Context: an optimization exercise on an open-source flow, tuned for small area and a short achievable clock period. The choices shown serve that exercise and are no tape-out recipe.
Where RTL was checked, it was by simulation tests only, not by an equivalence proof against the original.
For runs 1 to 4, only the layout was checked, not whether the RTL still works.
Power is estimated from default activity; no workload was simulated.

## flow/design.v (module list and top-level ports; edited modules follow where they fit)
// module iron_coef_rom: 68 lines
// module cic5_dec32: 134 lines
// module fir_iron_mac: 91 lines
// module mul_tree: 534 lines
// module chan_decim: 27 lines
module chan_decim (
    input  wire        clk,
    input  wire        rst,         
    input  wire        bit_valid,
    input  wire        bit_in,
    output wire        out_valid,
    output wire [39:0] out_v
);
  // ...
==> flow/run.sh <==
#!/bin/bash
# synth_recipe.tcl (not shown) runs the flow's synth.tcl, then flattens the netlist and writes it again
# the make line also repeats each setting of config.mk as NAME=value (left out here)
make -C /OpenROAD-flow-scripts/flow DESIGN_CONFIG=/design/flow/config.mk WORK_HOME=/design/flow/orfs CLKGATE_MAP_FILE= SYNTH_SCRIPT=/design/flow/synth_recipe.tcl finish
==> flow/config.mk <==
export PLATFORM = sky130hd
export DESIGN_NAME = chan_decim
export DESIGN_NICKNAME = chan_decim
export VERILOG_FILES = /design/flow/design.v
export SDC_FILE = /design/flow/constraint.sdc
export NUM_CORES = 4
export LEC_CHECK = 0
export CAP_MARGIN = 20
export CORE_MARGIN = 2
export CORE_UTILIZATION = 55
export CTS_CLUSTER_DIAMETER = 80
export CTS_CLUSTER_SIZE = 30
export SLEW_MARGIN = 20
==> flow/constraint.sdc <==
create_clock -name core_clock -period 12.0 [get_ports {clk}]
set_input_delay 2.4000 -clock core_clock [delete_from_list [all_inputs] [get_ports {clk}]]
set_output_delay 2.4000 -clock core_clock [all_outputs]
set_load 0.01 [all_outputs]
==> impl_metrics.py, run 1 <==
metrics = {
    "status": {
        "status": "timing/DRC/antenna clean",
    },
    "final_layout": {
        "post_route_cells_drive_above_1_share_pct": 4.72,
        "largest_cell_class": "registers",
        "top_register": "u_fir.ring",
        "clock_buffers": 85,
        "layout_common_cells": "1,871 x dfxtp_1, 320 x inv_1, 279 x xnor2_1, 270 x fa_1, 241 x nor2_1",
    },
    "power": {
        "switchingPower_uw": 5660,
        "top_power_group": "sequential cells",
        "pg_comb_uw": 5910,
        "pwr-share-seq_pct": 43.6,
        "sw_frac_of_total_pct": 34.7,
    },
    "timing": {
        "timing.hold.ws_ps": 314,
        "drv_slew": 0,
        "min_period_over_period_pct": 41.2,
        "setup_viol": 0,
    },
    "min_path": {
        "holdCritStartpoint": "u_cic.w3[23]",
    },
    "routing": {
        "wl_met2_mm": 48.2,
        "m1WireLength_mm": 55.9,
        "postRouteAntennaNets": 0,
    },
    "job": {
        "cap_violations": 0,
    },
    "critical_path": {
        "r2r_cells": 16,
        "startpoint": "u_cic.x_valid",
        "worstSetupPathType": "reg2reg",
        "crit_family": "compound AO/OA/AOI/OAI gates",
    },
    "floorplanning": {
        "num_rows": 123,
        "die_w_um": 341,
    },
    "synth": {
        "yosysMostFrequentCell": "dfxtp_1",
        "synth_compound_area_share_pct": 9.21,
        "synth_top_family_by_area": "adder cells",
        "synthAdderAreaFrac_pct": 13.0,
        "ys_seq_area_share_pct": 61.1,
    },
    "cts": {
        "cts_buffers": 80,
        "cts.htree.levels": 3,
    },
    "placed_design": {
        "io_buffer_count": 44,
    },
    "global_routing": {
        "first_global_vias": 33100,
    },
}
==> module cic5_dec32, before the edit <==
module cic5_dec32 (
    input  wire        clk,
    input  wire        rst,
    input  wire        bit_valid,
    input  wire        bit_in,
    output reg         x_valid,
    output reg  [22:0] x
);
    localparam integer CW = 4;                   
    localparam integer NC = 7;                   
    localparam integer XW = NC * CW;
    reg  [XW-1:0] i1, i2, i3, i4, i5;            
    reg  [NC-1:1] vd;                            
    wire [NC-1:0] vq = {vd, bit_valid};          
    reg  [NC-1:0] lq;                            
    reg  [NC-1:1] k1, k2, k3, k4, k5;            
    reg  [4:0]    phase;
    wire [XW-1:0] p1, p2, p3, p4, p5;
    wire [NC:1]   o1, o2, o3, o4, o5;
    genvar q;
    generate
        for (q = 0; q < NC; q = q + 1) begin : g_chunk
            wire [CW-1:0] e0 = (q == 0) ? {{(CW-1){1'b0}}, bit_in} : {CW{1'b0}};
            wire          c1 = (q == 0) ? 1'b0 : k1[q];
            wire          c2 = (q == 0) ? 1'b0 : k2[q];
            wire          c3 = (q == 0) ? 1'b0 : k3[q];
            wire          c4 = (q == 0) ? 1'b0 : k4[q];
            wire          c5 = (q == 0) ? 1'b0 : k5[q];
            assign {o1[q+1], p1[q*CW +: CW]} = i1[q*CW +: CW] + e0 + c1;
            assign {o2[q+1], p2[q*CW +: CW]} = i2[q*CW +: CW] + p1[q*CW +: CW] + c2;
            assign {o3[q+1], p3[q*CW +: CW]} = i3[q*CW +: CW] + p2[q*CW +: CW] + c3;
            assign {o4[q+1], p4[q*CW +: CW]} = i4[q*CW +: CW] + p3[q*CW +: CW] + c4;
            assign {o5[q+1], p5[q*CW +: CW]} = i5[q*CW +: CW] + p4[q*CW +: CW] + c5;
            always @(posedge clk) begin
                if (rst) begin
                    i1[q*CW +: CW] <= {CW{1'b0}};
                    i2[q*CW +: CW] <= {CW{1'b0}};
                    i3[q*CW +: CW] <= {CW{1'b0}};
                    i4[q*CW +: CW] <= {CW{1'b0}};
                    i5[q*CW +: CW] <= {CW{1'b0}};
                end else if (vq[q]) begin
                    i1[q*CW +: CW] <= p1[q*CW +: CW];
                    i2[q*CW +: CW] <= p2[q*CW +: CW];
                    i3[q*CW +: CW] <= p3[q*CW +: CW];
                    i4[q*CW +: CW] <= p4[q*CW +: CW];
                    i5[q*CW +: CW] <= p5[q*CW +: CW];
                end
            end
        end
    endgenerate
    always @(posedge clk) begin
        k1 <= o1[NC-1:1]; k2 <= o2[NC-1:1]; k3 <= o3[NC-1:1];
        k4 <= o4[NC-1:1]; k5 <= o5[NC-1:1];
        if (rst) begin
            vd <= {(NC-1){1'b0}};
            lq <= {NC{1'b0}};
            phase <= 5'd0;
        end else begin
            vd <= vq[NC-2:0];
            lq <= {lq[NC-2:0], bit_valid && (phase == 5'd31)};
            if (bit_valid)
                phase <= phase + 5'd1;
        end
    end
    reg  [25:0] w0, w1, w2, w3, w4;
    reg  [2:0]  rp;
    reg  [25:0] acc;
    reg         busy, init;
    reg  [2:0]  sq;
    reg  [3:0]  cnt;
    reg         step, rnd;                      
    reg  [25:0] zc;
    always @* begin
        case (rp)
            3'd1:    zc = 26'h0018950;
            3'd2:    zc = 26'h3c8e700;
            3'd3:    zc = 26'h1287000;
            3'd4:    zc = 26'h2100000;
            default: zc = 26'h0000000;
        endcase
    end
    wire [25:0] opb  = step ? ~w0 : {25'd0, rnd & acc[2]};
    wire [25:0] sum  = acc + opb + {25'd0, step | rnd};
    wire [2:0]  rp1  = (rp == 3'd4) ? 3'd0 : rp + 3'd1;
    wire [2:0]  sq1  = (step || rnd) ? sq + 3'd1 : sq;
    wire [XW-1:0] lmask;
    generate
        for (q = 0; q < NC; q = q + 1) begin : g_lmask
            assign lmask[q*CW +: CW] = {CW{lq[q]}};
        end
    endgenerate
    wire [25:0] accn = (lmask[25:0] & i5[25:0]) | (~lmask[25:0] & sum);
    always @(posedge clk) begin
        w0 <= w1; w1 <= w2; w2 <= w3; w3 <= w4;
        w4 <= step ? acc : init ? zc : w0;
        acc <= accn;
        if (rst) begin
            rp <= 3'd0;
            busy <= 1'b0;
            init <= 1'b1;
            sq <= 3'd0;
            cnt <= 4'd0;
            step <= 1'b0;
            rnd <= 1'b0;
            x_valid <= 1'b0;
        end else begin
            rp <= rp1;
            if (rp == 3'd4)
                init <= 1'b0;
            x_valid <= 1'b0;
            step <= 1'b0;
            rnd <= 1'b0;
            if (lq[NC-1]) begin
                busy <= 1'b1;
                sq <= 3'd0;
                cnt <= 4'd0;
                step <= (rp1 == 3'd0);
            end else if (busy) begin
                cnt <= cnt + 4'd1;
                sq <= sq1;
                step <= (sq1 == rp1);
                rnd <= (sq1 == 3'd5);
                if (cnt == 4'd10) begin
                    busy <= 1'b0;
                    x_valid <= 1'b1;
                    step <= 1'b0;
                    rnd <= 1'b0;
                end
            end
        end
        if (busy && cnt == 4'd10)
            x <= acc[25] ? 23'h7fffff : acc[24:2];
    end
endmodule
==> module fir_iron_mac, before the edit <==
module fir_iron_mac (
    input  wire               clk,
    input  wire               rst,
    input  wire               x_valid,
    input  wire        [22:0] x,
    output reg                v_valid,
    output wire signed [39:0] v
);
    localparam integer NS = 29;
    localparam integer W  = 47;
    reg  [NS*W-1:0] ring;                
    wire [W-1:0]    r0  = ring[0 +: W];
    wire [W-1:0]    r1  = ring[W +: W];
    wire [W-1:0]    r27 = ring[27*W +: W];
    wire [W-1:0]    r28 = ring[28*W +: W];
    reg  [4:0]  dq;
    reg  [1:0]  p;
    reg  [4:0]  act;
    wire        active = (act != 5'd0);
    wire        minc   = x_valid && (p == 2'd3);
    wire [4:0]  dq1    = (dq == 5'd28) ? 5'd0 : dq + 5'd1;
    wire [4:0]  dqn   = minc ? dq : dq1;
    wire [1:0]  pn    = x_valid ? p + 2'd1 : p;
    wire        actn  = x_valid || (act > 5'd1);
    wire [6:0]  in    = {dqn, ~pn};
    wire [6:0]  inf   = (in > 7'd57) ? 7'd114 - in : in;
    reg  [6:0]  ra;
    wire signed [19:0] coef;
    iron_coef_rom u_rom (.idx(ra), .coef(coef));
    wire [19:0] h = coef;
    wire [20:0] he = {h, 1'b0};
    wire [9:0]  b_neg, b_one, b_two;
    genvar g;
    generate
        for (g = 0; g < 10; g = g + 1) begin : g_booth
            wire [2:0] t = he[2*g +: 3];
            assign b_neg[g] = t[2] & ~(t[1] & t[0]);
            assign b_one[g] = t[1] ^ t[0];
            assign b_two[g] = (t[2] & ~t[1] & ~t[0]) | (~t[2] & t[1] & t[0]);
        end
    endgenerate
    reg  [9:0]  m_neg, m_one, m_two;
    reg         fin_m, clr_m, fin_o, clr_o, fin_28, clr_28;
    reg  [4:0]  wipe;                    
    wire        fin_r = active && (dq == 5'd0) && (p == 2'd3);
    wire        clr_r = active && (dq == 5'd28) && (p == 2'd0);
    wire        inj = fin_m && (r1[7:0] == 8'hff);
    wire [W-1:0] ps, pc;
    mul_tree u_mul (.neg(m_neg), .one(m_one), .two(m_two), .x(x), .inj(inj),
                    .s(ps), .c(pc));
    reg  [W-1:0] s_q, c_q;
    wire [W-1:0] a_s = r0 ^ s_q ^ c_q;
    wire [W-1:0] a_c = {((r0 & s_q) | (r0 & c_q) | (s_q & c_q)), 1'b0};
    wire [W-1:0] a_n = a_s + a_c;
    wire         sat = fin_28 && r28[46] && !r28[45];
    wire         clr = clr_28 || (wipe != 5'd0);
    wire [W-1:0] n27 = clr ? 47'd63 :
                       sat ? {1'b0, {39{1'b1}}, r28[6:0]} : r28;
    always @(posedge clk) begin
        ring <= {a_n, n27, ring[2*W +: 26*W], r1};
        s_q <= ps;
        c_q <= pc;
        m_neg <= b_neg; m_one <= b_one; m_two <= b_two;
        if (rst) begin
            ra <= 7'h7f;
            dq <= 5'd3;
            p <= 2'd3;
            act <= 5'd0;
            fin_m <= 1'b0; clr_m <= 1'b0;
            fin_o <= 1'b0; clr_o <= 1'b0;
            fin_28 <= 1'b0; clr_28 <= 1'b0;
            v_valid <= 1'b0;
            wipe <= 5'd31;
        end else begin
            ra <= actn ? inf : 7'h7f;
            dq <= dqn;
            if (x_valid) begin
                p <= p + 2'd1;
                act <= 5'd29;
            end else if (active)
                act <= act - 5'd1;
            fin_m <= fin_r; clr_m <= clr_r;
            fin_o <= fin_m; clr_o <= clr_m;
            fin_28 <= fin_o; clr_28 <= clr_o;
            v_valid <= fin_28;
            if (wipe != 5'd0)
                wipe <= wipe - 5'd1;
        end
    end
    assign v = r27[46:7];
endmodule
==> module chan_decim, before the edit <==
module chan_decim (
    input  wire        clk,
    input  wire        rst,         
    input  wire        bit_valid,
    input  wire        bit_in,
    output wire        out_valid,
    output wire [39:0] out_v
);
    reg rst_r, bv_r, b_r;
    always @(posedge clk) begin
        rst_r <= rst;
        bv_r  <= bit_valid & ~rst;
        b_r   <= bit_in;
    end
    wire        x_valid;
    wire [22:0] x;
    cic5_dec32 u_cic (
        .clk(clk), .rst(rst_r),
        .bit_valid(bv_r), .bit_in(b_r),
        .x_valid(x_valid), .x(x)
    );
    fir_iron_mac u_fir (
        .clk(clk), .rst(rst_r),
        .x_valid(x_valid), .x(x),
        .v_valid(out_valid), .v(out_v)
    );
endmodule
==> inputs of run 2 (changes only) <==
--- a/flow/design.v
+++ b/flow/design.v
@@ -72,11 +72,16 @@
     input  wire        bit_valid,
     input  wire        bit_in,
+    output reg         x_pre,       
     output reg         x_valid,
     output reg  [22:0] x
 );
-    localparam integer CW = 4;                   
     localparam integer NC = 7;                   
-    localparam integer XW = NC * CW;
-    reg  [XW-1:0] i1, i2, i3, i4, i5;            
+    function integer WD(input integer q);
+        WD = (q < 5) ? 4 : 3;
+    endfunction
+    function integer LO(input integer q);
+        LO = (q < 5) ? 4 * q : 20 + 3 * (q - 5);
+    endfunction
+    reg  [25:0]   i1, i2, i3, i4, i5;
     reg  [NC-1:1] vd;                            
     wire [NC-1:0] vq = {vd, bit_valid};          
@@ -84,45 +89,42 @@
     reg  [NC-1:1] k1, k2, k3, k4, k5;            
     reg  [4:0]    phase;
-    wire [XW-1:0] p1, p2, p3, p4, p5;
+    wire [25:0]   p1, p2, p3, p4, p5;
     wire [NC:1]   o1, o2, o3, o4, o5;
     genvar q;
     generate
         for (q = 0; q < NC; q = q + 1) begin : g_chunk
-            wire [CW-1:0] e0 = (q == 0) ? {{(CW-1){1'b0}}, bit_in} : {CW{1'b0}};
-            wire          c1 = (q == 0) ? 1'b0 : k1[q];
-            wire          c2 = (q == 0) ? 1'b0 : k2[q];
-            wire          c3 = (q == 0) ? 1'b0 : k3[q];
-            wire          c4 = (q == 0) ? 1'b0 : k4[q];
-            wire          c5 = (q == 0) ? 1'b0 : k5[q];
-            assign {o1[q+1], p1[q*CW +: CW]} = i1[q*CW +: CW] + e0 + c1;
-            assign {o2[q+1], p2[q*CW +: CW]} = i2[q*CW +: CW] + p1[q*CW +: CW] + c2;
-            assign {o3[q+1], p3[q*CW +: CW]} = i3[q*CW +: CW] + p2[q*CW +: CW] + c3;
-            assign {o4[q+1], p4[q*CW +: CW]} = i4[q*CW +: CW] + p3[q*CW +: CW] + c4;
-            assign {o5[q+1], p5[q*CW +: CW]} = i5[q*CW +: CW] + p4[q*CW +: CW] + c5;
-            always @(posedge clk) begin
-                if (rst) begin
-                    i1[q*CW +: CW] <= {CW{1'b0}};
-                    i2[q*CW +: CW] <= {CW{1'b0}};
-                    i3[q*CW +: CW] <= {CW{1'b0}};
-                    i4[q*CW +: CW] <= {CW{1'b0}};
-                    i5[q*CW +: CW] <= {CW{1'b0}};
-                end else if (vq[q]) begin
-                    i1[q*CW +: CW] <= p1[q*CW +: CW];
-                    i2[q*CW +: CW] <= p2[q*CW +: CW];
-                    i3[q*CW +: CW] <= p3[q*CW +: CW];
-                    i4[q*CW +: CW] <= p4[q*CW +: CW];
-                    i5[q*CW +: CW] <= p5[q*CW +: CW];
-                end
-            end
+            localparam integer L = LO(q);
+            localparam integer N = WD(q);
+            wire [N-1:0] e0 = (q == 0) ? {{(N-1){1'b0}}, bit_valid & bit_in} : {N{1'b0}};
+            wire [N-1:0] g  = {N{vq[q]}};
+            wire         c1 = (q == 0) ? 1'b0 : k1[q];
+            wire         c2 = (q == 0) ? 1'b0 : k2[q];
+            wire         c3 = (q == 0) ? 1'b0 : k3[q];
+            wire         c4 = (q == 0) ? 1'b0 : k4[q];
+            wire         c5 = (q == 0) ? 1'b0 : k5[q];
+            assign {o1[q+1], p1[L +: N]} = i1[L +: N] + e0 + c1;
+            assign {o2[q+1], p2[L +: N]} = i2[L +: N] + (g & p1[L +: N]) + c2;
+            assign {o3[q+1], p3[L +: N]} = i3[L +: N] + (g & p2[L +: N]) + c3;
+            assign {o4[q+1], p4[L +: N]} = i4[L +: N] + (g & p3[L +: N]) + c4;
+            assign {o5[q+1], p5[L +: N]} = i5[L +: N] + (g & p4[L +: N]) + c5;
         end
     endgenerate
     always @(posedge clk) begin
-        k1 <= o1[NC-1:1]; k2 <= o2[NC-1:1]; k3 <= o3[NC-1:1];
-        k4 <= o4[NC-1:1]; k5 <= o5[NC-1:1];
         if (rst) begin
+            i1 <= 26'd0; i2 <= 26'd0; i3 <= 26'd0; i4 <= 26'd0; i5 <= 26'd0;
+        end else begin
+            i1 <= p1; i2 <= p2; i3 <= p3; i4 <= p4; i5 <= p5;
+        end
+    end
+    always @(posedge clk) begin
+        if (rst) begin
+            k1 <= {(NC-1){1'b0}}; k2 <= {(NC-1){1'b0}}; k3 <= {(NC-1){1'b0}};
+            k4 <= {(NC-1){1'b0}}; k5 <= {(NC-1){1'b0}};
             vd <= {(NC-1){1'b0}};
             lq <= {NC{1'b0}};
             phase <= 5'd0;
         end else begin
+            k1 <= o1[NC-1:1]; k2 <= o2[NC-1:1]; k3 <= o3[NC-1:1];
+            k4 <= o4[NC-1:1]; k5 <= o5[NC-1:1];
             vd <= vq[NC-2:0];
             lq <= {lq[NC-2:0], bit_valid && (phase == 5'd31)};
@@ -152,11 +154,11 @@
     wire [2:0]  rp1  = (rp == 3'd4) ? 3'd0 : rp + 3'd1;
     wire [2:0]  sq1  = (step || rnd) ? sq + 3'd1 : sq;
-    wire [XW-1:0] lmask;
+    wire [25:0] lmask;
     generate
         for (q = 0; q < NC; q = q + 1) begin : g_lmask
-            assign lmask[q*CW +: CW] = {CW{lq[q]}};
+            assign lmask[LO(q) +: WD(q)] = {WD(q){lq[q]}};
         end
     endgenerate
-    wire [25:0] accn = (lmask[25:0] & i5[25:0]) | (~lmask[25:0] & sum);
+    wire [25:0] accn = (lmask & i5) | (~lmask & sum);
     always @(posedge clk) begin
         w0 <= w1; w1 <= w2; w2 <= w3; w3 <= w4;
@@ -172,4 +174,5 @@
             rnd <= 1'b0;
             x_valid <= 1'b0;
+            x_pre <= 1'b0;
         end else begin
             rp <= rp1;
@@ -177,4 +180,5 @@
                 init <= 1'b0;
             x_valid <= 1'b0;
+            x_pre <= busy && (cnt == 4'd9);
             step <= 1'b0;
             rnd <= 1'b0;
@@ -204,5 +208,6 @@
     input  wire               clk,
     input  wire               rst,
-    input  wire               x_valid,
+    input  wire               x_pre,      
+    input  wire               x_valid,    
     input  wire        [22:0] x,
     output reg                v_valid,
@@ -216,14 +221,13 @@
     wire [W-1:0]    r27 = ring[27*W +: W];
     wire [W-1:0]    r28 = ring[28*W +: W];
-    reg  [4:0]  dq;
+    reg  [4:0]  dq, dn;
     reg  [1:0]  p;
     reg  [4:0]  act;
     wire        active = (act != 5'd0);
-    wire        minc   = x_valid && (p == 2'd3);
-    wire [4:0]  dq1    = (dq == 5'd28) ? 5'd0 : dq + 5'd1;
-    wire [4:0]  dqn   = minc ? dq : dq1;
-    wire [1:0]  pn    = x_valid ? p + 2'd1 : p;
+    wire        minc   = x_pre && (p == 2'd3);
+    wire [4:0]  dqn    = minc ? dq : dn;
+    wire [4:0]  dnn    = (dqn == 5'd28) ? 5'd0 : dqn + 5'd1;
     wire        actn  = x_valid || (act > 5'd1);
-    wire [6:0]  in    = {dqn, ~pn};
+    wire [6:0]  in    = {dn, ~p};
     wire [6:0]  inf   = (in > 7'd57) ? 7'd114 - in : in;
     reg  [6:0]  ra;
@@ -267,4 +271,5 @@
             ra <= 7'h7f;
             dq <= 5'd3;
+            dn <= 5'd4;
             p <= 2'd3;
             act <= 5'd0;
@@ -277,8 +282,10 @@
             ra <= actn ? inf : 7'h7f;
             dq <= dqn;
-            if (x_valid) begin
+            dn <= dnn;
+            if (x_pre)
                 p <= p + 2'd1;
+            if (x_valid)
                 act <= 5'd29;
-            end else if (active)
+            else if (active)
                 act <= act - 5'd1;
             fin_m <= fin_r; clr_m <= clr_r;
@@ -840,14 +847,14 @@
         b_r   <= bit_in;
     end
-    wire        x_valid;
+    wire        x_pre, x_valid;
     wire [22:0] x;
     cic5_dec32 u_cic (
         .clk(clk), .rst(rst_r),
         .bit_valid(bv_r), .bit_in(b_r),
-        .x_valid(x_valid), .x(x)
+        .x_pre(x_pre), .x_valid(x_valid), .x(x)
     );
     fir_iron_mac u_fir (
         .clk(clk), .rst(rst_r),
-        .x_valid(x_valid), .x(x),
+        .x_pre(x_pre), .x_valid(x_valid), .x(x),
         .v_valid(out_valid), .v(out_v)
     );
--- a/flow/config.mk
+++ b/flow/config.mk
@@ -9,5 +9,5 @@
 export CORE_MARGIN = 2
 export CORE_UTILIZATION = 55
-export CTS_CLUSTER_DIAMETER = 80
-export CTS_CLUSTER_SIZE = 30
+export CTS_CLUSTER_DIAMETER = 60
+export CTS_CLUSTER_SIZE = 24
 export SLEW_MARGIN = 20
==> run 2 against run 1 <==
- register-to-register slack improved by 280 ps
- setup slack improved by 280 ps
- clock power is 28% higher
- sequential power down 0.7%
- hold slack lost 9.9 ps
- global-route usage is 0.65 points higher
- largest cell class unchanged
- highest routed layer unchanged
==> impl_metrics.py, run 2 <==
metrics = {
    "cts": {
        "cts_max_path_buffers": 3,
        "cts_setup_buffers": 0,
        "hold_buffers": 0,
        "clock_sinks": 1904,
        "root_buffer": "clkbuf_16",
        "worstSkewPairLatency_ps": 730,
        "cts.htree.levels": 3,
        "cts_tree": "yes",
        "cts_buffers": 118,
        "path_clk_slew_ps": 90,
        "cts_resized": 0,
    },
    "timing": {
        "hold_viol_final": 0,
        "period_minus_slack_ps": 4660,
        "setup_viol": 0,
        "drv_slew": 0,
        "min_period_over_period_pct": 38.9,
        "grt_setup_unrepaired": "false",
        "tns_ps": 0,
        "clock_skew_ps": 28.5,
        "max_slew.worst_pin.slew_ps": 1230,
        "max_slew_margin_pct": 18.0,
        "fmax_mhz": 214,
        "timing.hold.ws_ps": 304,
    },
    "job": {
        "cap_violations": 0,
    },
    "power": {
        "p_per_area_nw_per_um2": 251,
        "sw_frac_of_total_pct": 34.7,
        "pwr-share-seq_pct": 41.5,
        "switchingPower_uw": 5900,
        "ir_drop_mv": 0.320,
        "power.total_uw": 17000,
        "p_comb_share_pct": 33.8,
        "p_clk_share_pct": 24.7,
        "leakagePower_uw": 0.0281,
        "p_int_uw": 11100,
    },
    "global_routing": {
        "grt_overflow_total": 0,
        "grt_use_total_pct": 20.2,
        "grt_max_degree": 133,
        "grt_pass1_wl_mm": 185,
        "grt_antenna_before_repair": 2,
        "grt_use_met3_pct": 3.47,
        "busiest_layer": "met2",
        "use_met1_pct": 29.6,
        "met2_usage_pct": 30.5,
        "first_global_vias": 33300,
    },
    "status": {
        "status": "timing/DRC/antenna clean",
    },
    "routing": {
        "vias_per_cell": 5.08,
        "totalWireLength_mm": 115,
        "post_drt_wl_per_cell_um": 17.6,
        "postRouteAntennaNets": 0,
        "drc": 0,
        "route.vias.total": 33100,
        "drtPass1Iterations": 5,
        "dr.first_iter.drc_count": 2152,
    },
    "floorplanning": {
        "io_pins": 45,
        "initial_utilization_pct": 55.4,
        "die_w_um": 340,
        "chipHeight_um": 340,
        "dieArea_sq_um": 116000,
        "num_rows": 123,
        "coreArea_sq_um": 112000,
    },
    "min_path": {
        "holdCritStartpoint": "u_cic.w1[10]",
        "hp-class": "reg2reg",
    },
    "synth": {
        "ys_async_sr_fraction_pct": 0,
        "netlist_instances": 4993,
        "yosysMostFrequentCell": "dfxtp_1",
        "synth_nets": 5491,
        "netlist_top_cells_count": "1,881 x dfxtp_1, 316 x inv_1, 283 x xnor2_1, 274 x fa_1, 224 x a22oi_1",
        "ys_seq_area_share_pct": 61.7,
        "ys_types": 89,
        "syn_area_sq_um": 62100,
        "synth_area_per_cell_sq_um": 12.4,
        "synth_area_leaders": "dfxtp_1 61%, fa_1 8.8%, ha_1 4.4%, xnor2_1 4.0%, a22oi_1 2.7%",
        "synth_ff_type": "dfxtp_1",
        "yosys.area.top_type": "dfxtp_1",
        "synth_edf_count": 23,
        "yosysWarnings": 4,
        "synth.ff_latch_count": 1904,
        "synth_top_area_share_pct": 60.6,
    },
    "final_layout": {
        "layout_common_cells": "1,879 x dfxtp_1, 316 x inv_1, 283 x xnor2_1, 274 x fa_1, 224 x a22oi_1",
        "largestRegisters": "u_fir.ring: 1363 flops, u_fir.s_q: 43 flops, u_fir.c_q: 42 flops",
        "post_route_cells_drive_above_1_share_pct": 6.16,
        "nets": 5450,
        "fillers": 9083,
        "top_register": "u_fir.ring",
        "final_common_cell": "dfxtp_1",
        "design_area_sq_um": 67600,
        "largest_reg_flops": 1363,
        "synthToLayoutAreaGrowth_pct": 8.88,
    },
    "critical_path": {
        "worstPathMaxFanout": 23,
        "worstPathArrival_ps": 5260,
        "cp-start-kind": "register",
        "startpoint": "bv_r",
        "cp.required_ps": 12600,
        "r2r-start": "bv_r",
        "r2r_slack_ps": 7340,
        "cp-end-kind": "register",
        "worstSetupPathType": "reg2reg",
    },
    "placed_design": {
        "io_buffer_count": 44,
        "gp_congestion": 0.876,
        "dpl_cell_area_sq_um": 63700,
        "dpl.hpwl_mm": 75.5,
    },
}
## run 2: changes by cell type in the layout (fill, tap and decap cells not counted), moves of 38 or more
cell	delta
clkbuf_16	+38
nor2b_1	+60
mux2i_1	-90
nor2_1	-50
a21o_1	-41
and2_1	+99
## run 2: worst paths after layout
check	end	cells past startpoint
setup / recovery	u_cic.i5[3]	15
hold / removal	u_cic.w0[10]	0
setup reg to reg	u_cic.i5[3]	15
hold reg to reg	u_cic.w0[10]	0
## run 2: layout make-up
type / instances / area (sq um) / share of cell area, %
Antenna cell: 1 / 2.50 / 0.00370
Inverter: 323 / 1210 / 1.79
Tap cell: 1500 / 1880 / 2.78
Multi-Input combinational cell: 2510 / 21400 / 31.7
Clock buffer: 122 / 2980 / 4.40
Sequential cell: 1904 / 38400 / 56.7
Timing Repair Buffer: 95 / 836 / 1.24
Clock inverter: 63 / 937 / 1.39
## run 2: metal layers
layer | vias to the layer above | part of all wire [%]
met4 | 0 | 3.2
li1 | 16100 | -
met5 | - | 0
met3 | 208 | 5.3
met1 | 16000 | 48
met2 | 779 | 43
## run 2: power groups by stage
stage / clock network, uW / registers (uW) / logic [uW]
4_1_cts: 4340 / 7050 / 5750
3_3_place_gp: 0 / 7190 / 5610
3_5_place_dp: 0 / 7200 / 5710
6_report: 4190 / 7050 / 5740
2_1_floorplan: 0 / 7070 / 4230
5_1_grt: 4570 / 7090 / 6610
## run 2: logic make-up (layout without fill, tap and decap cells)
kind of cell | after synthesis | count (layout) | synth area share, %
XOR/XNOR | 379 | 379 | 5.34
flip-flops | 1904 | 1904 | 61.7
multiplexers | 20 | 20 | 0.330
AO/OA/AOI/OAI | 800 | 800 | 8.86
other | 0 | 1 | 0
adder cells (fa/ha/maj) | 494 | 494 | 13.3
buffers and inverters | 579 | 603 | 3.79
AND/OR/NAND/NOR | 817 | 817 | 6.68
## run 2: worst max-delay path, cell delays in order, from the launching register on
cell and delay, ps:
dfxtp_1 760, and2_1 240, ha_1 240, and2_1 180, ha_1 210, fa_1 450
and2_1 200, fa_1 480, and2_1 200, fa_1 480, and2_1 200, ha_1 300
a21o_1 190, a21oi_1 180, xor2_1 170, nor2_1 50
## run 2: stage by stage
stage	setup WS [ps]	std cells	util (%)
floorplan	7800	4993	-
global placement	7320	6332	56.8
detailed placement	7280	6332	56.8
CTS	7270	6517	60.3
global route	7000	6517	60.3
finish	7340	6518	60.3
==> inputs of run 3 (changes only) <==
==> flow/flow/run.sh (new file) <==
#!/bin/bash
# Standard layout (the standard.sh, standard synthesis unchanged) with
# timing repair aimed at a setup slack margin, so the resizer also works on
# paths that already meet the 12 ns clock. Output goes to flow_make.log.
set -euo pipefail
export SETUP_SLACK_MARGIN=7.8
bash standard.sh > flow_make.log 2>&1
==> flow/standard.sh (new file) <==
#!/bin/bash
# synth_recipe.tcl (not shown) runs the flow's synth.tcl, then flattens the netlist and writes it again
# the make line also repeats each setting of config.mk as NAME=value (left out here)
make -C /OpenROAD-flow-scripts/flow DESIGN_CONFIG=/design/flow/config.mk WORK_HOME=/design/flow/orfs CLKGATE_MAP_FILE= SYNTH_SCRIPT=/design/flow/synth_recipe.tcl "${@:-finish}"
removed: flow/run.sh
==> run 3 against run 2 <==
- setup slack improved by 530 ps
- cell count is essentially flat
- routed wire length rose by 0.30%
- sequential share of layout area down 0.30 points
- maximum frequency is 13% higher
- non-clock buffer count up 5
- critical path depth is the same
- first-iteration DRC count shrank 2.6%
- synthesized cell count unchanged
- sequential power barely moved
- register-to-register slack gained 530 ps
- global-route usage rose by 0.051 points
- highest routed layer unchanged
==> impl_metrics.py, run 3 <==
metrics = {
    "final_layout": {
        "synthToLayoutAreaGrowth_pct": 9.53,
        "largestRegisters": "u_fir.ring: 1363 flops, u_fir.s_q: 43 flops, u_fir.c_q: 42 flops",
        "largest_reg_flops": 1363,
        "layout_common_cells": "1,870 x dfxtp_1, 311 x inv_1, 282 x xnor2_1, 248 x fa_1, 224 x a22oi_1",
        "nets": 5455,
        "top_register": "u_fir.ring",
        "fillers": 9028,
        "design_area_sq_um": 68000,
        "final_common_cell": "dfxtp_1",
        "instances_no_fill": 6523,
        "post_route_cells_drive_above_1_share_pct": 7.98,
    },
    "power": {
        "leakagePower_uw": 0.0283,
        "p_per_area_nw_per_um2": 250,
        "ir_drop_mv": 0.311,
    },
    "synth": {
        "synth.ff_latch_count": 1904,
        "ys_seq_area_share_pct": 61.7,
        "synth_top_area_share_pct": 60.6,
        "synth_area_per_cell_sq_um": 12.4,
        "ys_async_sr_fraction_pct": 0,
        "yosysMostFrequentCell": "dfxtp_1",
        "synth_nets": 5491,
        "synth_ff_type": "dfxtp_1",
        "netlist_instances": 4993,
        "synth_edf_count": 23,
        "netlist_top_cells_count": "1,881 x dfxtp_1, 316 x inv_1, 283 x xnor2_1, 274 x fa_1, 224 x a22oi_1",
        "ys_types": 89,
        "synth_area_leaders": "dfxtp_1 61%, fa_1 8.8%, ha_1 4.4%, xnor2_1 4.0%, a22oi_1 2.7%",
        "yosys.area.top_type": "dfxtp_1",
        "syn_area_sq_um": 62100,
        "yosysWarnings": 4,
    },
    "routing": {
        "drc": 0,
        "vias_per_cell": 5.08,
        "postRouteAntennaNets": 0,
        "route.vias.total": 33100,
        "drtPass1Iterations": 6,
        "dr.first_iter.drc_count": 2096,
        "post_drt_wl_per_cell_um": 17.7,
        "totalWireLength_mm": 115,
    },
    "timing": {
        "tns_ps": 0,
        "timing.hold.ws_ps": 305,
        "max_slew_margin_pct": 19.1,
        "drv_slew": 0,
        "grt_setup_unrepaired": "true",
        "fmax_mhz": 242,
        "min_period_over_period_pct": 34.5,
        "worst_slack_ps": 7860,
        "period_minus_slack_ps": 4140,
        "clock_skew_ps": 27.0,
        "hold_viol_final": 0,
        "max_slew.worst_pin.slew_ps": 1210,
        "setup_viol": 0,
    },
    "floorplanning": {
        "die_w_um": 340,
        "chipHeight_um": 340,
        "initial_utilization_pct": 55.4,
        "num_rows": 123,
        "dieArea_sq_um": 116000,
        "io_pins": 45,
        "coreArea_sq_um": 112000,
    },
    "cts": {
        "hold_buffers": 0,
        "cts_tree": "yes",
        "worstSkewPairLatency_ps": 730,
        "clock_sinks": 1904,
        "cts_buffers": 118,
        "cts_max_path_buffers": 3,
        "root_buffer": "clkbuf_16",
        "path_clk_slew_ps": 90,
        "cts.htree.levels": 3,
    },
    "status": {
        "status": "timing/DRC/antenna clean",
    },
    "critical_path": {
        "crit_top_cell": "and2_4",
        "cp-end-kind": "register",
        "cp-start-kind": "register",
        "worstSetupPathType": "reg2reg",
        "worstPathMaxFanout": 4,
        "cp.required_ps": 12600,
        "cpMaxStageDelayCell": "fa_2",
        "path_cells": "and2_1 -> ha_1 -> ha_1 -> and2_4 -> fa_2 -> and2_4 -> fa_2 -> and2_4 -> fa_2 -> and2_4 -> ha_1 -> a21o_1 -> a21oi_2 -> xor2_1 -> nor2_1",
        "worst-path-buf-inv": 0,
        "crit_family": "adder cells",
        "slowest_delay_ps": 560,
        "worstPathArrival_ps": 4740,
    },
    "placed_design": {
        "dpl.hpwl_mm": 75.5,
        "dpl_cell_area_sq_um": 63700,
        "dp_worst_setup_slack_ps": 7280,
        "io_buffer_count": 44,
        "dp_cells": 6332,
        "gp_congestion": 0.876,
    },
    "global_routing": {
        "grt_use_total_pct": 20.3,
        "grt_max_degree": 133,
        "grt_pass1_wl_mm": 186,
        "grt_overflow_total": 0,
        "first_global_vias": 33300,
        "grt_antenna_before_repair": 2,
    },
    "min_path": {
        "hp-class": "reg2reg",
    },
    "job": {
        "cap_violations": 0,
    },
}
[run 3: cell count changes in the layout (fill, tap and decap cells not counted), moves of 9 or more]
cell	change
fa_1	-26
fa_2	+26
a21oi_1	-13
a21oi_2	+13
and2_1	-11
and2_4	+11
nand2b_1	-10
nand2b_4	+10
dfxtp_1	-9
[run 3: final cells by class]
class	count	area [sq um]	area share [%]
antenna	1	2.50	0.00368
sequential	1904	38400	56.4
clock buffer	122	2980	4.38
tap	1500	1880	2.76
clock inverter	63	937	1.38
multi-input combinational	2510	21800	32.0
timing repair buffer	100	873	1.28
inverter	323	1220	1.79
[run 3: final timing paths]
check | from | to | slack [ps] | cells after the start
max | bv_r | u_cic.i5[3] | 7860 | 15
min | u_cic.w1[10] | u_cic.w0[10] | 300 | 0
max reg2reg | bv_r | u_cic.i5[3] | 7860 | 15
min reg2reg | u_cic.w1[10] | u_cic.w0[10] | 300 | 0
[run 3: cell families after synthesis]
family          count (synthesis)  synth area share [%]
fa+ha+maj                     494                  13.3
simple gates                  817                  6.68
compound gates                800                  8.86
mux                            20                 0.330
xor+xnor                      379                  5.34
flops                        1904                  61.7
buf+inv                       579                  3.79
[run 3: layer usage]
layer | routed length, um | vias to the layer above | global-route usage, % | share of wire [%]
met5 | 0 | - | 0 | 0
met4 | 3760 | 0 | 6.66 | 3.3
met1 | 55500 | 16000 | 29.7 | 48
met3 | 6190 | 211 | 3.41 | 5.4
li1 | - | 16200 | - | -
met2 | 49800 | 777 | 30.6 | 43
[run 3: power by group]
part | total (uW) | switching (uW) | leakage [uW] | internal (uW)
registers | 7050 | 260 | 0.0154 | 6790
logic | 5740 | 3430 | 0.0109 | 2310
clock network | 4190 | 2210 | 0.00190 | 1980
[run 3: metrics by stage]
step / total power, uW / utilization, %
2_1_floorplan: 11300 / -
3_3_place_gp: 12800 / 56.8
3_5_place_dp: 12900 / 56.8
4_1_cts: 17100 / 60.4
5_1_grt: 18300 / 60.6
6_report: 17000 / 60.6
[run 3: worst register-to-register path: cells and delay by family (launching register included)]
kind            cells  cell delay (ps)
fa+ha+maj           6             2290
simple gates        6              840
flops               1              360
compound gates      2              350
xor+xnor            1              160
[run 3: what timing repair did]
item,4_1_cts,5_1_grt
endpoints found under the hold margin,0,0
gates resized for setup,27,69
pin swaps,1,19
buffers inserted,2,3
setup endpoints to repair,38,30
==> inputs of run 4 (changes only) <==
--- a/flow/flow/run.sh
+++ b/flow/flow/run.sh
@@ -4,4 +4,4 @@
 # paths that already meet the 12 ns clock. Output goes to flow_make.log.
 set -euo pipefail
-export SETUP_SLACK_MARGIN=7.8
+export SETUP_SLACK_MARGIN=8.3
 bash standard.sh > flow_make.log 2>&1
==> run 4 against run 3 <==
- highest routed layer is now met5
- sequential power grew 1%
- via count grew 1.0%
- area after synthesis unchanged
- die area unchanged
- clock skew increased by 22 ps
- maximum frequency grew 7.7%
- cell count up 1.2%
- global-route usage increased by 0.51 points
- hold slack lost 22 ps
- count of clock-buffer cells in the layout is 3 higher
- still clean on timing, DRC and antenna
- combinational power rose by 3%
==> impl_metrics.py, run 4 <==
metrics = {
    "timing": {
        "grt_setup_unrepaired": "true",
        "tns_ps": 0,
        "period_minus_slack_ps": 3840,
        "setup_viol": 0,
        "fmax_mhz": 260,
        "min_period_over_period_pct": 32.0,
        "drv_slew": 0,
        "max_slew_margin_pct": 33.0,
        "max_slew.worst_pin.slew_ps": 998,
        "clock_skew_ps": 49.1,
        "hold_viol_final": 0,
    },
    "synth": {
        "yosysWarnings": 4,
        "synth_nets": 5491,
        "yosys.area.top_type": "dfxtp_1",
        "netlist_instances": 4993,
        "synth_edf_count": 23,
        "synth_area_leaders": "dfxtp_1 61%, fa_1 8.8%, ha_1 4.4%, xnor2_1 4.0%, a22oi_1 2.7%",
        "netlist_top_cells_count": "1,881 x dfxtp_1, 316 x inv_1, 283 x xnor2_1, 274 x fa_1, 224 x a22oi_1",
        "ys_async_sr_fraction_pct": 0,
        "ys_types": 89,
        "yosysMostFrequentCell": "dfxtp_1",
        "syn_area_sq_um": 62100,
        "ys_seq_area_share_pct": 61.7,
        "synth_ff_type": "dfxtp_1",
        "synth_top_area_share_pct": 60.6,
        "synth.ff_latch_count": 1904,
        "synth_area_per_cell_sq_um": 12.4,
    },
    "routing": {
        "drtPass1Iterations": 6,
        "post_drt_wl_per_cell_um": 18.3,
        "dr.first_iter.drc_count": 2429,
        "totalWireLength_mm": 120,
        "drc": 0,
        "vias_per_cell": 5.07,
        "wl_met2_mm": 52.3,
        "dr_wl_met3_mm": 6.10,
        "route.vias.total": 33500,
        "m1WireLength_mm": 57.9,
        "postRouteAntennaNets": 0,
        "dr.max_layer_used": "met5",
    },
    "global_routing": {
        "grt_use_total_pct": 20.8,
        "grt_pass1_wl_mm": 189,
        "first_global_vias": 33200,
        "grt_antenna_before_repair": 3,
        "grt_max_degree": 67,
        "grt_overflow_total": 0,
    },
    "power": {
        "p_per_area_nw_per_um2": 247,
        "leakagePower_uw": 0.0290,
        "ir_drop_mv": 0.157,
    },
    "cts": {
        "cts_tree": "yes",
        "root_buffer": "clkbuf_16",
        "clock_sinks": 1904,
        "worstSkewPairLatency_ps": 750,
        "cts_buffers": 116,
        "path_clk_slew_ps": 90,
        "cts.htree.levels": 3,
        "cts_max_path_buffers": 3,
    },
    "final_layout": {
        "nets": 5535,
        "synthToLayoutAreaGrowth_pct": 12.3,
        "largestRegisters": "u_fir.ring: 1363 flops, u_fir.s_q: 43 flops, u_fir.c_q: 42 flops",
        "post_route_cells_drive_above_1_share_pct": 15.0,
        "layout_common_cells": "1,800 x dfxtp_1, 293 x inv_1, 259 x xnor2_1, 222 x fa_1, 194 x a22oi_1",
        "largest_reg_flops": 1363,
        "final_common_cell": "dfxtp_1",
        "top_register": "u_fir.ring",
        "design_area_sq_um": 69800,
    },
    "floorplanning": {
        "chipHeight_um": 340,
        "initial_utilization_pct": 55.4,
        "coreArea_sq_um": 112000,
        "num_rows": 123,
        "dieArea_sq_um": 116000,
        "io_pins": 45,
        "die_w_um": 340,
    },
    "critical_path": {
        "worstPathMaxFanout": 2,
        "slowest_delay_ps": 560,
        "cp.required_ps": 12610,
        "worstSetupPathType": "reg2reg",
        "path_cells": "ha_4 -> nand2_2 -> fa_2 -> nand2b_4 -> fa_2 -> nand2b_4 -> fa_2 -> fa_2 -> nand2b_4 -> inv_2 -> ha_4 -> a21o_1 -> a21oi_2 -> xor2_1 -> nor2_1",
        "cp-start-kind": "register",
        "cp-end-kind": "register",
        "cpMaxStageDelayCell": "fa_2",
        "worstPathArrival_ps": 4450,
        "crit_top_cell": "fa_2",
    },
    "placed_design": {
        "io_buffer_count": 44,
        "dpl.hpwl_mm": 77.3,
        "gp_congestion": 0.876,
        "dpl_cell_area_sq_um": 64000,
    },
    "status": {
        "status": "timing/DRC/antenna clean",
    },
    "job": {
        "cap_violations": 0,
    },
    "min_path": {
        "hp-class": "reg2reg",
    },
}
-- run 4: changes by cell type in the layout (fill, tap and decap cells not counted), moves of 34 or more --
cell	change
dfxtp_1	-70
clkdlybuf4s50_1	-41
buf_2	+38
dfxtp_2	+58
buf_6	+34
buf_4	+39
-- run 4: kinds of logic after synthesis --
| logic type | count (synthesis) | synth area share [%] |
|---|---|---|
| adder cells (fa/ha/maj) | 494 | 13.3 |
| XOR/XNOR | 379 | 5.34 |
| flip-flops | 1904 | 61.7 |
| multiplexers | 20 | 0.330 |
| buffers and inverters | 579 | 3.79 |
| AO/OA/AOI/OAI | 800 | 8.86 |
| AND/OR/NAND/NOR | 817 | 6.68 |
-- run 4: cell type report --
class,count,area (sq um)
repair inverters,1,5.00
repair buffers,181,1570
flip-flops and latches,1904,38500
fillers,8806,42400
diodes,1,2.50
clock buffers,125,2980
well taps,1500,1880
clock inverters,57,850
multi-input cells,2510,22700
inverters,323,1230
-- run 4: worst paths after layout --
| kind | slack (ps) | cells after the start | end | startpoint |
|---|---|---|---|---|
| max | 8160 | 15 | u_cic.i5[11] | u_cic.i1[8] |
| max reg2reg | 8160 | 15 | u_cic.i5[11] | u_cic.i1[8] |
| min reg2reg | 280 | 0 | u_fir.ring[23] | u_fir.ring[70] |
| min | 280 | 0 | u_fir.ring[23] | u_fir.ring[70] |
-- run 4: through the flow --
| step | util [%] | worst slack [ps] | instances | hold WS [ps] | power, uW |
|---|---|---|---|---|---|
| floorplan | - | 8220 | 4993 | 310 | 11300 |
| global placement | 57.0 | 7700 | 6307 | 309 | 12900 |
| detailed placement | 57.0 | 7600 | 6307 | 312 | 13100 |
| CTS | 61.3 | 8110 | 6562 | 280 | 17300 |
| global route | 62.2 | 8000 | 6601 | 289 | 18400 |
| finish | 62.2 | 8160 | 6602 | 283 | 17200 |
-- run 4: repair_timing --
| item | CTS | global route |
|---|---|---|
| endpoints found under the setup margin | 132 | 85 |
| cloned | 2 | 3 |
| setup buffers | 71 | 36 |
| pin swaps | 72 | 98 |
| resized for setup | 319 | 137 |
| hold buffers | 0 | 0 |
-- run 4: report_power, final --
group	internal [uW]	switching [uW]	total, uW
clock network	1960	2200	4160
logic	2440	3450	5900
registers	6800	354	7150
-- run 4: worst max-delay path: cells and delay by family (launching register included) --
| kind | cells | cell delay (ps) |
|---|---|---|
| buffers and inverters | 1 | 40 |
| xor gates and xnor gates | 1 | 150 |
| adders and majority gates | 6 | 2370 |
| AOI/OAI and AO/OA | 2 | 300 |
| and+or+nand+nor | 5 | 530 |
| DFF | 1 | 330 |
-- run 4: metal layers --
metal  up-vias  global-route usage [%]
li1      16300                       -
met1     16100                    30.1
met2       793                    31.9
met3       246                    3.19
met4         4                    6.97
met5         -                       0
==> inputs of run 5 (changes only) <==
--- a/flow/design.v
+++ b/flow/design.v
@@ -91,4 +91,5 @@
     wire [25:0]   p1, p2, p3, p4, p5;
     wire [NC:1]   o1, o2, o3, o4, o5;
+    wire [25:0]   en;
     genvar q;
     generate
@@ -96,6 +97,5 @@
             localparam integer L = LO(q);
             localparam integer N = WD(q);
-            wire [N-1:0] e0 = (q == 0) ? {{(N-1){1'b0}}, bit_valid & bit_in} : {N{1'b0}};
-            wire [N-1:0] g  = {N{vq[q]}};
+            wire [N-1:0] e0 = (q == 0) ? {{(N-1){1'b0}}, bit_in} : {N{1'b0}};
             wire         c1 = (q == 0) ? 1'b0 : k1[q];
             wire         c2 = (q == 0) ? 1'b0 : k2[q];
@@ -104,8 +104,9 @@
             wire         c5 = (q == 0) ? 1'b0 : k5[q];
             assign {o1[q+1], p1[L +: N]} = i1[L +: N] + e0 + c1;
-            assign {o2[q+1], p2[L +: N]} = i2[L +: N] + (g & p1[L +: N]) + c2;
-            assign {o3[q+1], p3[L +: N]} = i3[L +: N] + (g & p2[L +: N]) + c3;
-            assign {o4[q+1], p4[L +: N]} = i4[L +: N] + (g & p3[L +: N]) + c4;
-            assign {o5[q+1], p5[L +: N]} = i5[L +: N] + (g & p4[L +: N]) + c5;
+            assign {o2[q+1], p2[L +: N]} = i2[L +: N] + p1[L +: N] + c2;
+            assign {o3[q+1], p3[L +: N]} = i3[L +: N] + p2[L +: N] + c3;
+            assign {o4[q+1], p4[L +: N]} = i4[L +: N] + p3[L +: N] + c4;
+            assign {o5[q+1], p5[L +: N]} = i5[L +: N] + p4[L +: N] + c5;
+            assign en[L +: N] = {N{vq[q]}};
         end
     endgenerate
@@ -114,17 +115,19 @@
             i1 <= 26'd0; i2 <= 26'd0; i3 <= 26'd0; i4 <= 26'd0; i5 <= 26'd0;
         end else begin
-            i1 <= p1; i2 <= p2; i3 <= p3; i4 <= p4; i5 <= p5;
+            i1 <= (en & p1) | (~en & i1);
+            i2 <= (en & p2) | (~en & i2);
+            i3 <= (en & p3) | (~en & i3);
+            i4 <= (en & p4) | (~en & i4);
+            i5 <= (en & p5) | (~en & i5);
         end
     end
     always @(posedge clk) begin
+        k1 <= o1[NC-1:1]; k2 <= o2[NC-1:1]; k3 <= o3[NC-1:1];
+        k4 <= o4[NC-1:1]; k5 <= o5[NC-1:1];
         if (rst) begin
-            k1 <= {(NC-1){1'b0}}; k2 <= {(NC-1){1'b0}}; k3 <= {(NC-1){1'b0}};
-            k4 <= {(NC-1){1'b0}}; k5 <= {(NC-1){1'b0}};
             vd <= {(NC-1){1'b0}};
             lq <= {NC{1'b0}};
             phase <= 5'd0;
         end else begin
-            k1 <= o1[NC-1:1]; k2 <= o2[NC-1:1]; k3 <= o3[NC-1:1];
-            k4 <= o4[NC-1:1]; k5 <= o5[NC-1:1];
             vd <= vq[NC-2:0];
             lq <= {lq[NC-2:0], bit_valid && (phase == 5'd31)};
--- a/flow/flow/run.sh
+++ b/flow/flow/run.sh
@@ -4,4 +4,4 @@
 # paths that already meet the 12 ns clock. Output goes to flow_make.log.
 set -euo pipefail
-export SETUP_SLACK_MARGIN=8.3
+export SETUP_SLACK_MARGIN=8.6
 bash standard.sh > flow_make.log 2>&1
==> run 5 against run 4 <==
- flip-flop and latch count stayed put
- critical path depth shrank 4
- area after synthesis up 1.1%
- maximum frequency grew 4.8%
- sequential share of layout area down 1.0 points
- count of clock-buffer cells in the layout down 3
- first-iteration DRC count down 1.9%
- critical path type unchanged
- critical endpoint is now u_fir.c_q[19]
==> impl_metrics.py, run 5 <==
metrics = {
    "global_routing": {
        "grt_use_total_pct": 20.8,
        "grt_antenna_before_repair": 0,
        "grt_overflow_total": 0,
        "first_global_vias": 34700,
        "grt_pass1_wl_mm": 192,
        "grt_max_degree": 80,
    },
    "timing": {
        "fmax_mhz": 273,
        "min_period_over_period_pct": 30.5,
        "grt_setup_unrepaired": "true",
        "drv_slew": 0,
        "max_slew.worst_pin.slew_ps": 1010,
        "period_minus_slack_ps": 3660,
        "max_slew_margin_pct": 32.5,
        "tns_ps": 0,
        "clock_skew_ps": 36.8,
        "setup_viol": 0,
        "hold_viol_final": 0,
    },
    "cts": {
        "cts.htree.levels": 3,
        "hold_buffers": 0,
        "cts_max_path_buffers": 3,
        "path_clk_slew_ps": 90,
        "root_buffer": "clkbuf_16",
        "clock_sinks": 1904,
        "cts_tree": "yes",
        "cts_buffers": 112,
        "worstSkewPairLatency_ps": 710,
    },
    "routing": {
        "vias_per_cell": 5.14,
        "postRouteAntennaNets": 0,
        "dr.first_iter.drc_count": 2384,
        "drtPass1Iterations": 7,
        "route.vias.total": 34500,
        "drc": 0,
        "totalWireLength_mm": 121,
        "post_drt_wl_per_cell_um": 18.0,
    },
    "final_layout": {
        "post_route_cells_drive_above_1_share_pct": 16.1,
        "layout_common_cells": "1,806 x dfxtp_1, 273 x inv_1, 269 x nor2_1, 264 x xnor2_1, 195 x fa_1",
        "nets": 5656,
        "final_common_cell": "dfxtp_1",
        "largest_reg_flops": 1363,
        "largestRegisters": "u_fir.ring: 1363 flops, u_fir.s_q: 43 flops, u_fir.c_q: 42 flops",
        "final_util_pct": 63.0,
        "top_register": "u_fir.ring",
        "synthToLayoutAreaGrowth_pct": 13.1,
    },
    "critical_path": {
        "worstPathArrival_ps": 4290,
        "crit_top_cell": "fa_1",
        "cp-end-kind": "register",
        "path_cells": "buf_12 -> buf_6 -> a22oi_2 -> xnor2_2 -> fa_2 -> inv_2 -> fa_1 -> fa_1 -> fa_1 -> inv_1 -> fa_2",
        "crit_family": "adder cells",
        "cpMaxStageDelayCell": "fa_2",
        "worst-path-buf-inv": 4,
        "slowest_delay_ps": 550,
        "cp.required_ps": 12630,
        "cp-start-kind": "register",
        "worstSetupPathType": "reg2reg",
        "worstPathMaxFanout": 3,
    },
    "synth": {
        "netlist_top_cells_count": "1,881 x dfxtp_1, 331 x inv_1, 296 x xnor2_1, 275 x nor2_1, 274 x fa_1",
        "synth.ff_latch_count": 1904,
        "ys_seq_area_share_pct": 61.1,
        "netlist_instances": 5076,
        "synth_edf_count": 23,
        "ys_async_sr_fraction_pct": 0,
        "synth_area_leaders": "dfxtp_1 60%, fa_1 8.7%, ha_1 4.4%, xnor2_1 4.1%, a22oi_1 2.7%",
        "synth_top_area_share_pct": 60.0,
        "synth_nets": 5574,
        "synth_ff_type": "dfxtp_1",
        "ys_types": 77,
        "syn_area_sq_um": 62800,
        "yosysMostFrequentCell": "dfxtp_1",
        "yosysWarnings": 4,
        "yosys.area.top_type": "dfxtp_1",
        "synth_area_per_cell_sq_um": 12.4,
    },
    "job": {
        "cap_violations": 0,
    },
    "floorplanning": {
        "io_pins": 45,
        "coreArea_sq_um": 113000,
        "die_w_um": 342,
        "num_rows": 123,
        "dieArea_sq_um": 117000,
        "initial_utilization_pct": 55.7,
        "chipHeight_um": 342,
    },
    "placed_design": {
        "io_buffer_count": 44,
        "dpl.hpwl_mm": 77.2,
        "gp_congestion": 0.864,
    },
    "status": {
        "status": "timing/DRC/antenna clean",
    },
    "min_path": {
        "hp-class": "reg2reg",
    },
    "power": {
        "power.total_uw": 18400,
        "ir_drop_mv": 0.261,
        "p_per_area_nw_per_um2": 259,
        "leakagePower_uw": 0.0296,
    },
}
## run 5: changes by cell type in the layout (fill, tap and decap cells not counted), sizes merged, moves of 12 or more
cell,previous run,this run
and2,112,14
mux2i,16,103
nor2,195,276
nor2b,148,85
buf,175,222
a21o,64,103
a211oi,20,58
o21ai,135,98
a21oi,163,143
nand2b,35,17
and3,10,24
xnor2,283,296
inv,350,362
## run 5: logic make-up (layout without fill, tap and decap cells)
logic type               Yosys count  after routing  synth area share, %
other                              0              5                    0
AO/OA/AOI/OAI                    831            831                 9.14
multiplexers                     108            108                 1.73
adder cells (fa/ha/maj)          494            494                 13.1
flip-flops                      1904           1904                 61.1
XOR/XNOR                         393            393                 5.48
AND/OR/NAND/NOR                  743            743                 5.55
buffers and inverters            603            738                 3.90
## run 5: what timing repair did
action,CTS,global route
cloned,4,2
pin swaps,167,163
buffers inserted,105,42
endpoints found under the setup margin,177,140
resized for setup,441,181
## run 5: where the power goes
group	leakage [uW]	switching (uW)	internal (uW)
clock	0.00172	2080	1850
sequential	0.0155	374	6880
combinational	0.0124	4170	3070
## run 5: worst paths after layout
| kind | endpoint | slack [ps] | cells after the start | from |
|---|---|---|---|---|
| max reg2reg | u_fir.c_q[19] | 8340 | 11 | u_cic.x[2] |
| min reg2reg | u_fir.ring[964] | 310 | 0 | u_fir.ring[1011] |
| max | u_fir.c_q[19] | 8340 | 11 | u_cic.x[2] |
| min | u_fir.ring[964] | 310 | 0 | u_fir.ring[1011] |
## run 5: worst reg2reg max path, stage by stage (launching register included)
cell and delay (ps):
edfxtp_1 440, buf_12 170, buf_6 120, a22oi_2 180, xnor2_2 110, fa_2 550, inv_2 40, fa_1 480
fa_1 430, fa_1 490, inv_1 50, fa_2 510
## run 5: stage by stage
step	worst slack (ps)	area, sq um	hold slack (ps)	instances
3_5_place_dp	7730	64500	312	6391
6_report	8340	71000	311	6716
5_1_grt	8170	71000	315	6711
4_1_cts	8330	69800	300	6667
2_1_floorplan	8460	63300	310	5076
3_3_place_gp	7810	64500	310	6391
## run 5: area by class of cell
cell class	instances	area (sq um)
diodes	5	12.5
clock buffers	122	2930
clock inverters	45	593
fillers	8839	41800
inverters	339	1280
multi-input cells	2569	23400
flip-flops and latches	1904	38500
well taps	1500	1880
repair buffers	231	2420
repair inverters	1	5.00
## run 5: metal layers
metal / wire length (um) / vias to the layer above / global-route usage [%]
met2: 52000 / 791 / 31.7
met3: 6180 / 239 / 3.35
li1: - / 16800 / -
met1: 58000 / 16700 / 29.8
met5: 0 / - / 0
met4: 4440 / 0 / 7.76
==> inputs of run 6 (changes only) <==
--- a/flow/flow/run.sh
+++ b/flow/flow/run.sh
@@ -4,4 +4,4 @@
 # paths that already meet the 12 ns clock. Output goes to flow_make.log.
 set -euo pipefail
-export SETUP_SLACK_MARGIN=8.6
+export SETUP_SLACK_MARGIN=8.3
 bash standard.sh > flow_make.log 2>&1
--- a/flow/config.mk
+++ b/flow/config.mk
@@ -8,5 +8,5 @@
 export CAP_MARGIN = 20
 export CORE_MARGIN = 2
-export CORE_UTILIZATION = 55
+export CORE_UTILIZATION = 70
 export CTS_CLUSTER_DIAMETER = 60
 export CTS_CLUSTER_SIZE = 24
==> run 6 against run 5 <==
- still clean
- critical path depth shrank 1
- hold slack gained 9.5 ps
- cell count shrank 6.5%
- combinational power shrank 5.7%
- critical endpoint is now u_fir.c_q[26]
==> impl_metrics.py, run 6 <==
metrics = {
    "floorplanning": {
        "dieArea_sq_um": 92100,
        "die_w_um": 303,
        "initial_utilization_pct": 70.8,
        "num_rows": 109,
        "coreArea_sq_um": 88600,
        "io_pins": 45,
        "chipHeight_um": 303,
    },
    "job": {
        "cap_violations": 0,
    },
    "min_path": {
        "hp-class": "reg2reg",
        "whs_path_depth": 0,
    },
    "final_layout": {
        "nets": 5572,
        "largestRegisters": "u_fir.ring: 1363 flops, u_fir.s_q: 43 flops, u_fir.c_q: 42 flops",
        "layout_common_cells": "1,808 x dfxtp_1, 309 x inv_1, 282 x xnor2_1, 272 x nor2_1, 237 x fa_1",
        "post_route_cells_drive_above_1_share_pct": 11.3,
        "synthToLayoutAreaGrowth_pct": 8.83,
        "instances_no_fill": 6277,
        "final_common_cell": "dfxtp_1",
        "largest_reg_flops": 1363,
        "top_register": "u_fir.ring",
        "fillers": 5517,
    },
    "timing": {
        "period_minus_slack_ps": 3730,
        "hold_viol_final": 0,
        "min_period_over_period_pct": 31.1,
        "drv_slew": 0,
        "tns_ps": 0,
        "max_slew.worst_pin.slew_ps": 1090,
        "clock_skew_ps": 38.4,
        "timing.hold.ws_ps": 321,
        "max_slew_margin_pct": 27.4,
        "fmax_mhz": 268,
        "setup_viol": 0,
        "grt_setup_unrepaired": "true",
    },
    "critical_path": {
        "cpMaxStageDelayCell": "fa_2",
        "path_cells": "buf_4 -> a22oi_2 -> xnor2_2 -> fa_2 -> inv_1 -> fa_1 -> fa_1 -> fa_1 -> inv_1 -> fa_1",
        "worstPathArrival_ps": 4300,
        "cp.required_ps": 12570,
        "worstPathMaxFanout": 5,
        "cp-end-kind": "register",
        "worst-path-buf-inv": 3,
        "worstSetupPathType": "reg2reg",
        "r2r_cells": 10,
        "crit_family": "adder cells",
        "cp-start-kind": "register",
        "crit_top_cell": "fa_1",
        "slowest_delay_ps": 570,
        "cp_num_cells": 10,
    },
    "routing": {
        "drc": 0,
        "route.vias.total": 34700,
        "totalWireLength_mm": 119,
        "dr.first_iter.drc_count": 3021,
        "post_drt_wl_per_cell_um": 19.0,
        "postRouteAntennaNets": 0,
        "vias_per_cell": 5.52,
        "drtPass1Iterations": 6,
    },
    "power": {
        "p_int_uw": 11300,
        "p_comb_share_pct": 38.5,
        "p_clk_share_pct": 20.4,
        "p_per_area_nw_per_um2": 259,
        "leakagePower_uw": 0.0287,
        "switchingPower_uw": 6390,
        "sw_frac_of_total_pct": 36.0,
        "pwr-share-seq_pct": 41.0,
        "ir_drop_mv": 0.277,
    },
    "synth": {
        "yosys.area.top_type": "dfxtp_1",
        "synth.ff_latch_count": 1904,
        "ys_seq_area_share_pct": 61.1,
        "synth_nets": 5574,
        "synth_area_per_cell_sq_um": 12.4,
        "netlist_top_cells_count": "1,881 x dfxtp_1, 331 x inv_1, 296 x xnor2_1, 275 x nor2_1, 274 x fa_1",
        "yosysMostFrequentCell": "dfxtp_1",
        "synth_area_leaders": "dfxtp_1 60%, fa_1 8.7%, ha_1 4.4%, xnor2_1 4.1%, a22oi_1 2.7%",
        "ys_types": 77,
        "syn_area_sq_um": 62800,
        "ys_async_sr_fraction_pct": 0,
        "netlist_instances": 5076,
        "synth_ff_type": "dfxtp_1",
        "yosysWarnings": 4,
        "synth_top_area_share_pct": 60.0,
        "synth_edf_count": 23,
    },
    "placed_design": {
        "dp_cells": 6051,
        "gp_congestion": 0.920,
        "dpl.hpwl_mm": 75.2,
        "io_buffer_count": 44,
    },
    "cts": {
        "cts_max_path_buffers": 3,
        "worstSkewPairLatency_ps": 720,
        "cts_tree": "yes",
        "cts.htree.levels": 3,
        "clock_sinks": 1904,
        "cts_buffers": 101,
        "path_clk_slew_ps": 90,
        "root_buffer": "clkbuf_16",
    },
    "global_routing": {
        "grt_pass1_wl_mm": 187,
        "grt_max_degree": 68,
        "grt_use_total_pct": 25.8,
        "grt_antenna_before_repair": 2,
        "first_global_vias": 34500,
        "grt_overflow_total": 0,
    },
    "status": {
        "status": "timing/DRC/antenna clean",
    },
}
## run 6: final timing paths
path / start / to / slack (ps)
max: u_cic.x[11] / u_fir.c_q[26] / 8270
min: u_cic.w3[19] / u_cic.w2[19] / 320
max reg2reg: u_cic.x[11] / u_fir.c_q[26] / 8270
min reg2reg: u_cic.w3[19] / u_cic.w2[19] / 320
## run 6: timing repair
item	in CTS	in global routing
gates resized for setup	276	143
buffers inserted	36	43
cloned	0	6
hold buffers	0	0
setup endpoints to repair	121	85
pin swaps	41	111
## run 6: per-stage QoR
step	power (uW)	instance area, sq um	util [%]	setup WS (ps)
after floorplan	12400	62800	-	8320
after global placement	13900	63800	71.9	7820
after detailed placement	14100	63800	71.9	7730
after CTS	17700	67200	75.8	8290
after global routing	19100	68300	77.1	8110
final	17700	68300	77.1	8270
## run 6: logic make-up (layout without fill, tap and decap cells)
group	Yosys count	count (layout)	synth area share, %
flops	1904	1904	61.1
compound gates	831	831	9.14
simple gates	743	743	5.55
buf+inv	603	637	3.90
fa+ha+maj	494	494	13.1
xor+xnor	393	393	5.48
mux	108	108	1.73
other cells	0	2	0
## run 6: cell type report
| type | instances | area (sq um) | area share [%] |
|---|---|---|---|
| tap | 1165 | 1460 | 2.13 |
| multi-input combinational | 2569 | 22800 | 33.3 |
| clock buffer | 108 | 2600 | 3.80 |
| timing repair inverter | 1 | 5.00 | 0.00732 |
| timing repair buffer | 158 | 1330 | 1.94 |
| clock inverter | 31 | 412 | 0.602 |
| inverter | 339 | 1280 | 1.87 |
| sequential | 1904 | 38500 | 56.3 |
| antenna | 2 | 5.00 | 0.00732 |
## run 6: per-layer routing
metal | vias up | global-route usage [%] | part of all wire (%)
met4 | 0 | 9.38 | 3.7
met3 | 256 | 3.97 | 5.9
met1 | 16700 | 36.2 | 45
li1 | 16600 | - | -
met5 | - | 0 | 0
met2 | 1045 | 40.8 | 46
## run 6: power groups by stage
stage	clock, uW	combinational, uW	sequential, uW
2_1_floorplan	0	5190	7160
3_3_place_gp	0	6510	7380
3_5_place_dp	0	6740	7390
4_1_cts	3690	6800	7250
5_1_grt	3900	7920	7320
6_report	3620	6830	7270

[afterwards: timing with drivers on the ports]
The flow's constraints put no driver on any port. The routed layouts listed below were extracted and timed again, unchanged, in two steps.
Step 1 assumes that a clkbuf_16 drives the clock port and a buf_2 every other input.
Step 2 moves the port delays by t, midway between the first and last clock arrival at a register: inputs arrive t later, outputs are due t later. That takes back most of the time a late clock gives input paths.
a / b / c = no drivers / after step 1 / after step 2; a / b = the first two.
run	shift t [ns]	setup slack, ns	clock arrival spread, ns
run 1	0.770	7.051 / 7.051 / 7.051	0.035 / 0.035
run 2	0.791	7.335 / 7.335 / 7.335	0.030 / 0.030
run 3	0.792	7.862 / 7.815 / 7.862	0.027 / 0.027
run 4	0.798	8.159 / 8.159 / 8.159	0.050 / 0.050
run 5	0.768	8.336 / 8.336 / 8.336	0.038 / 0.038
run 6	0.772	8.269 / 8.269 / 8.269	0.041 / 0.042
After both steps every run listed still meets setup and hold.
